This design comes from an exercise in tuning for small area, a short achievable clock period and few clock cycles per item on the open sky130 flow, not from production work. In this exercise RTL edits were held to simulation tests only and were not proved equivalent to the original.

==> indigo: inputs <==
Design q31_law, start of the top module:
module q31_law (
    input  wire        clk,
    input  wire        rst,           
    input  wire        cfg_we,
    input  wire [4:0]  cfg_addr,
    input  wire [31:0] cfg_value,
    input  wire [4:0]  cfg_shift,
    input  wire        clr,
    input  wire        start,
    input  wire [31:0] sp,
    input  wire [31:0] fb,
    input  wire [31:0] ff,
    output wire        ready,
    output reg         done,
    output reg  [31:0] u
);
    function [31:0] sat50;
        input [49:0] x;
        begin
            if (x[49:31] == {19{1'b0}} || x[49:31] == {19{1'b1}})
                sat50 = x[31:0];
            else
                sat50 = x[49] ? 32'h8000_0000 : 32'h7fff_ffff;
        end
    endfunction
    function [31:0] sat33;
        input [32:0] x;
        begin
            if (x[32] == x[31])
                sat33 = x[31:0];
            else
                sat33 = x[32] ? 32'h8000_0000 : 32'h7fff_ffff;
        end
    endfunction
    function [49:0] sx32;
        input [31:0] x;
        begin
            sx32 = {{18{x[31]}}, x};
        end
    endfunction
    reg [31:0] coef_val   [0:15];    
    reg [15:0] coef_ok;
    reg [4:0]  coef_shift [0:15];
    reg [1:0]  law_struct;
    reg [1:0]  law_secs;
    wire [1:0] last_sec = (law_secs == 2'd0) ? 2'd0 : law_secs - 2'd1;
    wire [3:0]  lim_idx = (law_struct == 2'd1) ? 4'd3 : (law_struct == 2'd3) ? 4'd0 : 4'd2;
    wire [31:0] lim = coef_ok[lim_idx] ? coef_val[lim_idx] : 32'd0;
    reg  [31:0] lhi_r, llo_r;
    reg         lhi_lt, llo_gt;       
    always @(posedge clk) begin
        lhi_r  <= lim[31] ? 32'h7fff_ffff : lim;
        llo_r  <= lim[31] ? 32'h8000_0000 : -lim;
        lhi_lt <= (lim < 32'h7fff_ffff);
        llo_gt <= (lim < 32'h8000_0000);
    end
    wire [49:0] lhi = sx32(lhi_r);
    wire [49:0] llo = sx32(llo_r);
    function [31:0] clampf;
        input [49:0] z;
        input [49:0] hi;
        input [49:0] lo;
        begin
            if ($signed(z) > $signed(hi))
                clampf = hi[31:0];
  ...
==> flow/config.mk <==
export PLATFORM = sky130hd
export DESIGN_NAME = q31_law
export DESIGN_NICKNAME = q31_law
export VERILOG_FILES = /design/flow/design.v
export SDC_FILE = /design/flow/constraint.sdc
export NUM_CORES = 4
export LEC_CHECK = 0
export CAP_MARGIN = 20
export CORE_MARGIN = 2
export CORE_UTILIZATION = 30
export PLACE_DENSITY = 0.5
export SLEW_MARGIN = 20
==> flow/constraint.sdc <==
create_clock -name core_clock -period 25.0 [get_ports {clk}]
set_input_delay 5.0000 -clock core_clock [delete_from_list [all_inputs] [get_ports {clk}]]
set_output_delay 5.0000 -clock core_clock [all_outputs]
set_load 0.01 [all_outputs]
run.sh (not shown) runs the stock make flow with config.mk's settings and CLKGATE_MAP_FILE= SYNTH_SCRIPT=/design/flow/synth_recipe.tcl, a recipe that flattens the netlist after the stock synthesis.
==> nickel: changes against indigo <==
--- a/flow/design.v
+++ b/flow/design.v
@@ -71,28 +71,21 @@
     endfunction
     wire law0 = (law_struct == 2'd0);
     wire law1 = (law_struct == 2'd1);
     wire law2 = (law_struct == 2'd2);
     wire law3 = (law_struct == 2'd3);
     reg [31:0] S [0:7];           
     reg        nv;                
-    reg        nv_old;            
-    reg        rst_d, clr_d;      
-    always @(posedge clk) begin
-        rst_d <= rst;
-        clr_d <= clr && !rst;
-    end
     reg        busy;              
     reg [3:0]  j;                 
     reg [1:0]  m;                 
     reg [2:0]  k;                 
     reg        pend;              
     reg        fin;               
     reg        fin2;              
-    reg        fin3;              
     reg        e2_v;              
     reg        e2_pend;
     reg        e2_fin;
     reg [31:0] sp_n, fb_n, ff_n;  
     reg [31:0] e_r, sp_r, ff_r;   
     reg [49:0] acc, acc2, acc3;
     reg [31:0] cr;                
@@ -109,32 +102,22 @@
     wire [15:0] prod_hi = ph_a + ph_b + {15'd0, pc};
     wire signed [48:0] qsh = $signed({prod_hi, pl}) >>> kr2;
     wire [49:0] tq  = {{2{qsh[48]}}, qsh[48:1]};
     wire        trb = qsh[0];
     wire [31:0] i_cl  = clampf(acc3, lhi, llo);
     wire [31:0] i_now = pend ? i_cl : S[0];
     reg  [49:0] ipf;
-    reg  [32:0] negd;             
-    always @(posedge clk)
-        negd <= -{S[1][31], S[1]};
-    wire        i_hi   = $signed(acc3) > $signed(lhi);
-    wire        i_lo   = $signed(acc3) < $signed(llo);
-    wire [32:0] ipf_s0 = {S[0][31], S[0]} + {ff_r[31], ff_r};
-    wire [32:0] ipf_ac = {acc3[31], acc3[31:0]} + {ff_r[31], ff_r};
-    wire [32:0] ipf_hi = {lhi_r[31], lhi_r} + {ff_r[31], ff_r};
-    wire [32:0] ipf_lo = {llo_r[31], llo_r} + {ff_r[31], ff_r};
-    wire [32:0] ipf_n  = !pend ? ipf_s0 : i_hi ? ipf_hi : i_lo ? ipf_lo : ipf_ac;
     reg [49:0] t_add;
     always @* begin
         case (e2_add)
             3'd0:    t_add = 50'd0;
             3'd1:    t_add = acc;
             3'd2:    t_add = ipf;
             3'd3:    t_add = sx32(S[0]);
-            3'd4:    t_add = {{17{negd[32]}}, negd};
+            3'd4:    t_add = -sx32(S[1]);
             3'd5:    t_add = sx32(S[1]);
             default: t_add = acc3;
         endcase
     end
     wire [49:0] t_tq = e2_neg ? ~tq : tq;
     wire [50:0] t_s2 = {t_add, 1'b1} + {t_tq, e2_neg ^ trb};
     wire [49:0] tsum = t_s2[50:1];
@@ -146,28 +129,26 @@
     reg         phi_r, plo_r;
     wire [32:0] r_dh  = {lhi_r[31], lhi_r} - {pv_r[31], pv_r};
     wire [32:0] r_dl  = {llo_r[31], llo_r} - {pv_r[31], pv_r};
     wire [31:0] paw   = phi_r ? sat33(r_dh) : plo_r ? sat33(r_dl) : 32'd0;
     wire        skip  = !(p_hi || p_lo);           
     wire [31:0] dn    = sat50(acc2);
     wire [31:0] by    = sat50(acc);
-    wire [31:0] by_s  = S[{last_sec, 1'b0} + 3'd2];                     
-    wire [31:0] bv    = sat33({by_s[31], by_s} + {acc2[31], acc2[31:0]});   
+    wire [31:0] bv    = sat33({by[31], by} + {acc2[31], acc2[31:0]});    
     wire [31:0] bu    = clampf(acc2, lhi, llo);                         
-    wire [3:0] prep_j = law0 ? 4'd2 : law1 ? 4'd6 : 4'd4;
+    wire [3:0] prep_j = law0 ? 4'd2 : law1 ? 4'd7 : 4'd4;
     wire       prep   = busy && !law3 && (j == prep_j);
     wire last = law3 ? (m == last_sec && k == 3'd4)
                      : (j == prep_j + 4'd3 || (prep && skip));
-    wire take = nv && nv_old && (!busy || last);
+    wire take = nv && (!busy || last);
     wire [3:0] nj = j + 4'd1;
     wire [1:0] nm = (k == 3'd4) ? m + 2'd1 : m;
     wire [2:0] nk = (k == 3'd4) ? 3'd0 : k + 3'd1;
     wire       nbusy = take || (busy && !last);
     wire [31:0] e_n = sat33({sp_n[31], sp_n} - {fb_n[31], fb_n});
-    reg  [31:0] e_pre, de_pre;    
     reg [3:0]  lidx;
     reg [31:0] lx;
     always @* begin
         lidx = 4'd0;
         lx   = 32'd0;
         begin
             if (law3) begin
@@ -184,100 +165,65 @@
                 case (nj)
                     4'd1:    begin lidx = 4'd1; lx = e_r; end
                     4'd4:    begin lidx = 4'd3; lx = paw; end
                     default: ;
                 endcase
             end else if (law1) begin
                 case (nj)
-                    4'd1:    begin lidx = 4'd0; lx = e_r; end
+                    4'd1:    begin lidx = 4'd2; lx = sat33({e_r[31], e_r} - {S[2][31], S[2]}); end
                     4'd2:    begin lidx = 4'd1; lx = e_r; end
-                    4'd3:    begin lidx = 4'd5; lx = dn; end
-                    4'd8:    begin lidx = 4'd4; lx = paw; end
+                    4'd4:    begin lidx = 4'd5; lx = dn; end
+                    4'd9:    begin lidx = 4'd4; lx = paw; end
                     default: ;
                 endcase
             end else begin
                 case (nj)
                     4'd1:    begin lidx = 4'd4; lx = sp_r; end
                     4'd2:    begin lidx = 4'd5; lx = sat33({sp_r[31], sp_r} - {S[3][31], S[3]}); end
                     4'd3:    begin lidx = 4'd1; lx = e_r; end
                     4'd6:    begin lidx = 4'd3; lx = paw; end
                     default: ;
                 endcase
             end
         end
     end
-    wire [3:0]  ci_n = take ? ((law3 || law1) ? 4'd2 : 4'd0) : cidx;
-    wire [31:0] cr_n = (take ? ((law3 || law1) ? coef_val[2]  : coef_val[0])  : coef_val[cidx]) &
+    wire [3:0]  ci_n = take ? (law3 ? 4'd2 : 4'd0) : lidx;
+    wire [31:0] cr_n = (take ? (law3 ? coef_val[2]  : coef_val[0])  : coef_val[lidx]) &
                        {32{coef_ok[ci_n]}};
-    wire [4:0]  ks_n = take ? ((law3 || law1) ? coef_shift[2] : coef_shift[0]) : coef_shift[cidx];
-    function [3:0] idx_of;        
-        input [1:0] law;
-        input [3:0] jj;
-        input [1:0] mm;
-        input [2:0] kk;
-        begin
-            idx_of = 4'd0;
-            case (law)
-                2'd0: idx_of = (jj == 4'd1) ? 4'd1 : 4'd3;
-                2'd1: idx_of = (jj == 4'd1) ? 4'd0 : (jj == 4'd2) ? 4'd1 :
-                               (jj == 4'd3) ? 4'd5 : 4'd4;
-                2'd2: idx_of = (jj == 4'd1) ? 4'd4 : (jj == 4'd2) ? 4'd5 :
-                               (jj == 4'd3) ? 4'd1 : 4'd3;
-                default:
-                    case (kk)
-                        3'd0:    idx_of = 4'd2 + 4'd5 * {2'd0, mm};
-                        3'd1:    idx_of = 4'd3 + 4'd5 * {2'd0, mm};
-                        3'd2:    idx_of = 4'd5 + 4'd5 * {2'd0, mm};
-                        3'd3:    idx_of = 4'd4 + 4'd5 * {2'd0, mm};
-                        default: idx_of = 4'd1 + 4'd5 * {2'd0, mm};
-                    endcase
-            endcase
-        end
-    endfunction
-    wire [3:0] np_j = take ? 4'd0 : nj;
-    wire [1:0] np_m = take ? 2'd0 : nm;
-    wire [2:0] np_k = take ? 3'd0 : nk;
-    wire [3:0] a_j  = np_j + 4'd1;
-    wire [1:0] a_m  = (np_k == 3'd4) ? np_m + 2'd1 : np_m;
-    wire [2:0] a_k  = (np_k == 3'd4) ? 3'd0 : np_k + 3'd1;
-    reg  [3:0] cidx;
-    always @(posedge clk)
-        cidx <= idx_of(law_struct, a_j, a_m, a_k);
-    wire [31:0] de_n = sat33({e_n[31], e_n} - {S[2][31], S[2]});
-    wire [31:0] x_n  = take ? (law3 ? S[0] : law1 ? de_pre : e_pre) : lx;
+    wire [4:0]  ks_n = take ? (law3 ? coef_shift[2] : coef_shift[0]) : coef_shift[lidx];
+    wire [31:0] x_n  = take ? (law3 ? S[0] : e_n) : lx;
     wire [32:0] x_b  = {x_n, 1'b0};
     reg        iv;
     reg [1:0]  i_dst;
     reg [2:0]  i_add;
     reg        i_neg, i_pend, i_fin;
     always @* begin
         iv = 1'b0; i_dst = 2'd0; i_add = 3'd0; i_neg = 1'b0; i_pend = 1'b0; i_fin = 1'b0;
         if (busy) begin
             if (law3) begin
                 iv    = 1'b1;
                 i_add = (k == 3'd0) ? 3'd0 : 3'd1;
                 i_neg = (k == 3'd2) || (k == 3'd3);
                 i_fin = (m == last_sec && k == 3'd4);
-            end else if (law1) begin
-                case (j)
-                    4'd0: begin iv = 1'b1; i_dst = 2'd1; i_add = 3'd4; end
-                    4'd1: begin iv = 1'b1; i_dst = 2'd0; i_add = 3'd2; end
-                    4'd2: begin iv = 1'b1; i_dst = 2'd2; i_add = 3'd3; end
-                    4'd3: begin iv = 1'b1; i_dst = 2'd1; i_add = 3'd5; end
-                    4'd8: begin iv = 1'b1; i_dst = 2'd2; i_add = 3'd6; i_pend = 1'b1; end
-                    default: ;
-                endcase
             end else if (j == 4'd0) begin
                 iv = 1'b1; i_dst = 2'd0; i_add = 3'd2;
             end else if (law0) begin
                 case (j)
                     4'd1: begin iv = 1'b1; i_dst = 2'd2; i_add = 3'd3; end
                     4'd4: begin iv = 1'b1; i_dst = 2'd2; i_add = 3'd6; i_pend = 1'b1; end
                     default: ;
                 endcase
+            end else if (law1) begin
+                case (j)
+                    4'd1: begin iv = 1'b1; i_dst = 2'd1; i_add = 3'd4; end
+                    4'd2: begin iv = 1'b1; i_dst = 2'd2; i_add = 3'd3; end
+                    4'd4: begin iv = 1'b1; i_dst = 2'd1; i_add = 3'd5; end
+                    4'd9: begin iv = 1'b1; i_dst = 2'd2; i_add = 3'd6; i_pend = 1'b1; end
+                    default: ;
+                endcase
             end else begin
                 case (j)
                     4'd1: begin iv = 1'b1; i_dst = 2'd0; i_add = 3'd1; end
                     4'd2: begin iv = 1'b1; i_dst = 2'd0; i_add = 3'd1; end
                     4'd3: begin iv = 1'b1; i_dst = 2'd2; i_add = 3'd3; end
                     4'd6: begin iv = 1'b1; i_dst = 2'd2; i_add = 3'd6; i_pend = 1'b1; end
                     default: ;
@@ -286,38 +232,37 @@
         end
     end
     wire [1:0] fs = last_sec;
     integer n;
     always @(posedge clk) begin
         if (rst) begin
             nv      <= 1'b0;
-            nv_old  <= 1'b0;
             busy    <= 1'b0;
             j       <= 4'd0;
             m       <= 2'd0;
             k       <= 3'd0;
             pend    <= 1'b0;
             fin     <= 1'b0;
             fin2    <= 1'b0;
-            fin3    <= 1'b0;
             done    <= 1'b0;
             e2_v    <= 1'b0;
             e2_pend <= 1'b0;
             e2_fin  <= 1'b0;
             law_struct <= 2'd0;
             law_secs   <= 2'd0;
             coef_ok <= 16'd0;
             for (n = 0; n < 16; n = n + 1)
                 coef_shift[n] <= 5'd0;
+            for (n = 0; n < 8; n = n + 1)
+                S[n] <= 32'd0;
         end else begin
             if (start && !nv)
                 nv <= 1'b1;
             else if (take)
                 nv <= 1'b0;
-            nv_old <= nv && !take;
             busy    <= nbusy;
             j       <= take ? 4'd0 : nj;
             m       <= take ? 2'd0 : nm;
             k       <= take ? 3'd0 : nk;
             e2_v    <= iv;
             e2_pend <= iv && i_pend;
             e2_fin  <= iv && i_fin;
@@ -327,25 +272,19 @@
                     coef_shift[cfg_addr[3:0]] <= cfg_shift;
                 end else if (cfg_addr == 5'd16) begin
                     law_struct <= cfg_value[1:0];
                     law_secs   <= cfg_value[3:2];
                 end
             end
             pend <= (e2_v && e2_pend) || (prep && skip);
-            done <= (e2_v && e2_pend) || (prep && skip) || fin3;
-            fin  <= e2_v && e2_fin;
-            fin2 <= fin;
-            fin3 <= fin2;
-            if (clr)
-                pend <= 1'b0;
-        end
-    end
-    always @(posedge clk) begin
+            done <= (e2_v && e2_pend) || (prep && skip) || fin2;
             if (pend)
                 S[0] <= i_cl;
+            fin  <= e2_v && e2_fin;
+            fin2 <= fin;
             if (fin) begin
                 S[{fs, 1'b0} + 3'd2] <= by;
                 S[{fs, 1'b0} + 3'd3] <= S[{fs, 1'b0} + 3'd2];
             end
             if (busy) begin
                 if (law3) begin
                     if (k == 3'd1) begin
@@ -354,43 +293,43 @@
                             S[1] <= S[0];
                         end else begin
                             S[{m, 1'b0}]        <= by;
                             S[{m, 1'b0} + 3'd1] <= S[{m, 1'b0}];
                         end
                     end
                 end else begin
-                    if (law1 && j == 4'd5)
+                    if (law1 && j == 4'd6) begin
                         S[1] <= dn;
-                    if (law1 && j == 4'd0)
                         S[2] <= e_r;
+                    end
                     if (law2 && j == 4'd4)
                         S[3] <= sp_r;
                 end
             end
-        if (rst_d || clr_d) begin
-            for (n = 0; n < 8; n = n + 1)
-                S[n] <= 32'd0;
+            if (clr) begin
+                pend <= 1'b0;
+                for (n = 0; n < 8; n = n + 1)
+                    S[n] <= 32'd0;
+            end
         end
     end
     integer q;
     wire [63:0] t_ra, t_rb;
     q31_mul_tree mt (.a(cr), .one(b_one), .two(b_two), .neg(b_neg), .ra(t_ra), .rb(t_rb));
     wire [48:0] t_lo = {1'b0, t_ra[47:0]} + {1'b0, t_rb[47:0]};
     always @(posedge clk) begin
         if (cfg_we && cfg_addr[4] == 1'b0)
             coef_val[cfg_addr[3:0]] <= cfg_value;
         if (!nv) begin
             sp_n <= sp;
             fb_n <= fb;
             ff_n <= ff;
         end
-        e_pre  <= e_n;
-        de_pre <= de_n;
         if (take) begin
-            e_r  <= e_pre;
+            e_r  <= e_n;
             sp_r <= sp_n;
             ff_r <= ff_n;
         end
         cr     <= cr_n;
         kr     <= 5'd15 - ks_n;
         for (q = 0; q < 16; q = q + 1) begin
             b_one[q] <= x_b[2*q+1] ^ x_b[2*q];
@@ -409,29 +348,29 @@
         if (e2_v) begin
             case (e2_dst)
                 2'd0:    acc  <= tsum;
                 2'd1:    acc2 <= tsum;
                 default: acc3 <= tsum;
             endcase
         end
-        if (busy && law1 && j == 4'd5)
+        if (busy && law1 && j == 4'd6)
             acc <= acc + sx32(dn);
-        if (busy && law3 && m == 2'd0 && k == 3'd3)
+        if (busy && law3 && m == 2'd0 && k == 3'd2)
             acc2 <= sx32(ff_r);
-        if (fin2)
+        if (fin)
             acc2 <= sx32(bv);
         if (prep) begin
             u     <= pu;
             pv_r  <= pv;
             phi_r <= p_hi;
             plo_r <= p_lo;
         end
         if (busy && !law3 && j == 4'd0)
-            ipf <= {{17{ipf_n[32]}}, ipf_n};
-        if (fin3)
+            ipf <= sx32(i_now) + sx32(ff_r);
+        if (fin2)
             u <= bu;
     end
 endmodule
 module q31_mul_tree (
     input  wire [31:0] a,
     input  wire [15:0] one,    
     input  wire [15:0] two,    
CORE_UTILIZATION = 55   (was 30)
PLACE_DENSITY = 0.68   (was 0.5)
==> tundra: changes against indigo <==
--- a/flow/design.v
+++ b/flow/design.v
@@ -72,19 +72,14 @@
     wire law0 = (law_struct == 2'd0);
     wire law1 = (law_struct == 2'd1);
     wire law2 = (law_struct == 2'd2);
     wire law3 = (law_struct == 2'd3);
     reg [31:0] S [0:7];           
     reg        nv;                
     reg        nv_old;            
-    reg        rst_d, clr_d;      
-    always @(posedge clk) begin
-        rst_d <= rst;
-        clr_d <= clr && !rst;
-    end
     reg        busy;              
     reg [3:0]  j;                 
     reg [1:0]  m;                 
     reg [2:0]  k;                 
     reg        pend;              
     reg        fin;               
     reg        fin2;              
@@ -201,51 +196,18 @@
                     4'd3:    begin lidx = 4'd1; lx = e_r; end
                     4'd6:    begin lidx = 4'd3; lx = paw; end
                     default: ;
                 endcase
             end
         end
     end
-    wire [3:0]  ci_n = take ? ((law3 || law1) ? 4'd2 : 4'd0) : cidx;
-    wire [31:0] cr_n = (take ? ((law3 || law1) ? coef_val[2]  : coef_val[0])  : coef_val[cidx]) &
+    wire [3:0]  ci_n = take ? ((law3 || law1) ? 4'd2 : 4'd0) : lidx;
+    wire [31:0] cr_n = (take ? ((law3 || law1) ? coef_val[2]  : coef_val[0])  : coef_val[lidx]) &
                        {32{coef_ok[ci_n]}};
-    wire [4:0]  ks_n = take ? ((law3 || law1) ? coef_shift[2] : coef_shift[0]) : coef_shift[cidx];
-    function [3:0] idx_of;        
-        input [1:0] law;
-        input [3:0] jj;
-        input [1:0] mm;
-        input [2:0] kk;
-        begin
-            idx_of = 4'd0;
-            case (law)
-                2'd0: idx_of = (jj == 4'd1) ? 4'd1 : 4'd3;
-                2'd1: idx_of = (jj == 4'd1) ? 4'd0 : (jj == 4'd2) ? 4'd1 :
-                               (jj == 4'd3) ? 4'd5 : 4'd4;
-                2'd2: idx_of = (jj == 4'd1) ? 4'd4 : (jj == 4'd2) ? 4'd5 :
-                               (jj == 4'd3) ? 4'd1 : 4'd3;
-                default:
-                    case (kk)
-                        3'd0:    idx_of = 4'd2 + 4'd5 * {2'd0, mm};
-                        3'd1:    idx_of = 4'd3 + 4'd5 * {2'd0, mm};
-                        3'd2:    idx_of = 4'd5 + 4'd5 * {2'd0, mm};
-                        3'd3:    idx_of = 4'd4 + 4'd5 * {2'd0, mm};
-                        default: idx_of = 4'd1 + 4'd5 * {2'd0, mm};
-                    endcase
-            endcase
-        end
-    endfunction
-    wire [3:0] np_j = take ? 4'd0 : nj;
-    wire [1:0] np_m = take ? 2'd0 : nm;
-    wire [2:0] np_k = take ? 3'd0 : nk;
-    wire [3:0] a_j  = np_j + 4'd1;
-    wire [1:0] a_m  = (np_k == 3'd4) ? np_m + 2'd1 : np_m;
-    wire [2:0] a_k  = (np_k == 3'd4) ? 3'd0 : np_k + 3'd1;
-    reg  [3:0] cidx;
-    always @(posedge clk)
-        cidx <= idx_of(law_struct, a_j, a_m, a_k);
+    wire [4:0]  ks_n = take ? ((law3 || law1) ? coef_shift[2] : coef_shift[0]) : coef_shift[lidx];
     wire [31:0] de_n = sat33({e_n[31], e_n} - {S[2][31], S[2]});
     wire [31:0] x_n  = take ? (law3 ? S[0] : law1 ? de_pre : e_pre) : lx;
     wire [32:0] x_b  = {x_n, 1'b0};
     reg        iv;
     reg [1:0]  i_dst;
     reg [2:0]  i_add;
     reg        i_neg, i_pend, i_fin;
@@ -304,14 +266,16 @@
             e2_pend <= 1'b0;
             e2_fin  <= 1'b0;
             law_struct <= 2'd0;
             law_secs   <= 2'd0;
             coef_ok <= 16'd0;
             for (n = 0; n < 16; n = n + 1)
                 coef_shift[n] <= 5'd0;
+            for (n = 0; n < 8; n = n + 1)
+                S[n] <= 32'd0;
         end else begin
             if (start && !nv)
                 nv <= 1'b1;
             else if (take)
                 nv <= 1'b0;
             nv_old <= nv && !take;
             busy    <= nbusy;
@@ -328,24 +292,19 @@
                 end else if (cfg_addr == 5'd16) begin
                     law_struct <= cfg_value[1:0];
                     law_secs   <= cfg_value[3:2];
                 end
             end
             pend <= (e2_v && e2_pend) || (prep && skip);
             done <= (e2_v && e2_pend) || (prep && skip) || fin3;
+            if (pend)
+                S[0] <= i_cl;
             fin  <= e2_v && e2_fin;
             fin2 <= fin;
             fin3 <= fin2;
-            if (clr)
-                pend <= 1'b0;
-        end
-    end
-    always @(posedge clk) begin
-            if (pend)
-                S[0] <= i_cl;
             if (fin) begin
                 S[{fs, 1'b0} + 3'd2] <= by;
                 S[{fs, 1'b0} + 3'd3] <= S[{fs, 1'b0} + 3'd2];
             end
             if (busy) begin
                 if (law3) begin
                     if (k == 3'd1) begin
@@ -362,17 +321,19 @@
                         S[1] <= dn;
                     if (law1 && j == 4'd0)
                         S[2] <= e_r;
                     if (law2 && j == 4'd4)
                         S[3] <= sp_r;
                 end
             end
-        if (rst_d || clr_d) begin
-            for (n = 0; n < 8; n = n + 1)
-                S[n] <= 32'd0;
+            if (clr) begin
+                pend <= 1'b0;
+                for (n = 0; n < 8; n = n + 1)
+                    S[n] <= 32'd0;
+            end
         end
     end
     integer q;
     wire [63:0] t_ra, t_rb;
     q31_mul_tree mt (.a(cr), .one(b_one), .two(b_two), .neg(b_neg), .ra(t_ra), .rb(t_rb));
     wire [48:0] t_lo = {1'b0, t_ra[47:0]} + {1'b0, t_rb[47:0]};
     always @(posedge clk) begin
==> notes <==
Worst hold slack: indigo < tundra < nickel.
First-iteration DRC count: indigo < tundra < nickel.
Flip-flop and latch count: nickel < tundra < indigo.
The highest wire length belongs to indigo, the lowest to nickel.
Between nickel and indigo, the lower register-to-register slack is in nickel (gap 0.43 ns).
Synthesized cell count: indigo < tundra < nickel.
The lowest utilization belongs to tundra, the highest to nickel.
The lowest non-clock buffer count belongs to nickel, the highest to indigo.
==> figures <==
Result of the run: tundra no timing/DRC/antenna violations; nickel no timing/DRC/antenna violations; indigo no timing/DRC/antenna violations
CLK BUF: tundra 243; nickel 231; indigo 248
DRT Pass-1 Iters: tundra 9; nickel 11; indigo 9
Post-route core utilization: tundra 33.8%; nickel 60.4%; indigo 33.8%
Worst hold margin: tundra 0.327 ns; nickel 0.327 ns; indigo 0.301 ns
Diodes inserted: tundra 22; nickel 44; indigo 34
Met2 wire length: tundra 243 mm; nickel 223 mm; indigo 248 mm
Number of vias after detailed routing: tundra 101000; nickel 109000; indigo 102000
Post-detailed-placement half-perimeter wirelength: tundra 393 mm; nickel 396 mm; indigo 402 mm
Number of gates on the worst path with buffers counted: tundra 36; nickel 31; indigo 32
Source of the worst register-to-register timing path: tundra llo_r[1]; nickel lhi[3]; indigo sp_n[0]
End point of the critical path: tundra ipf[32]; nickel ipf[30]; indigo de_pre[0]
Achievable Freq: tundra 102 MHz; nickel 102 MHz; indigo 106 MHz
Number of global-route vias before repair: tundra 97700; nickel 102000; indigo 98500
Vias per std cell: tundra 5.70; nickel 7.10; indigo 5.74
Final period demand of the worst path: tundra 9.80 ns; nickel 9.84 ns; indigo 9.41 ns
Detail Route met3 WL: tundra 42.3 mm; nickel 78.7 mm; indigo 46.4 mm
Testbench counts of indigo, summed over its fixed seeds: cycles 27,239, steps 4,096.
Testbench counts of nickel, summed over its fixed seeds: cycles 27,777, steps 4,096.
Testbench counts of tundra, summed over its fixed seeds: cycles 27,239, steps 4,096.

## static timing again, ports no longer ideal
The flow's constraints put no driver on any port. The routed layouts listed below were extracted and timed again, unchanged, in two steps.
Step 1 assumes that a clkbuf_16 drives the clock port and a buf_2 every other input.
Step 2 times the ports against the registers' clock, not the clock port: input delays grow and output delays shrink by t, the midpoint of the rising clock arrivals with the driver on.
Three values: no drivers, after step 1, after step 2; two values: the first two.
run | t, ns | slack for setup (ns) | clock arrival spread, ns | worst register clock-pin slew, ns
indigo | 0.984 | 15.586 / 15.586 / 15.586 | 0.109 / 0.110 | 0.08 / 0.08
nickel | 0.966 | 15.158 / 15.158 / 15.158 | 0.099 / 0.099 | 0.07 / 0.07
tundra | 1.000 | 15.195 / 15.195 / 15.195 | 0.104 / 0.104 | 0.08 / 0.08
After both steps every run listed still meets setup and hold.
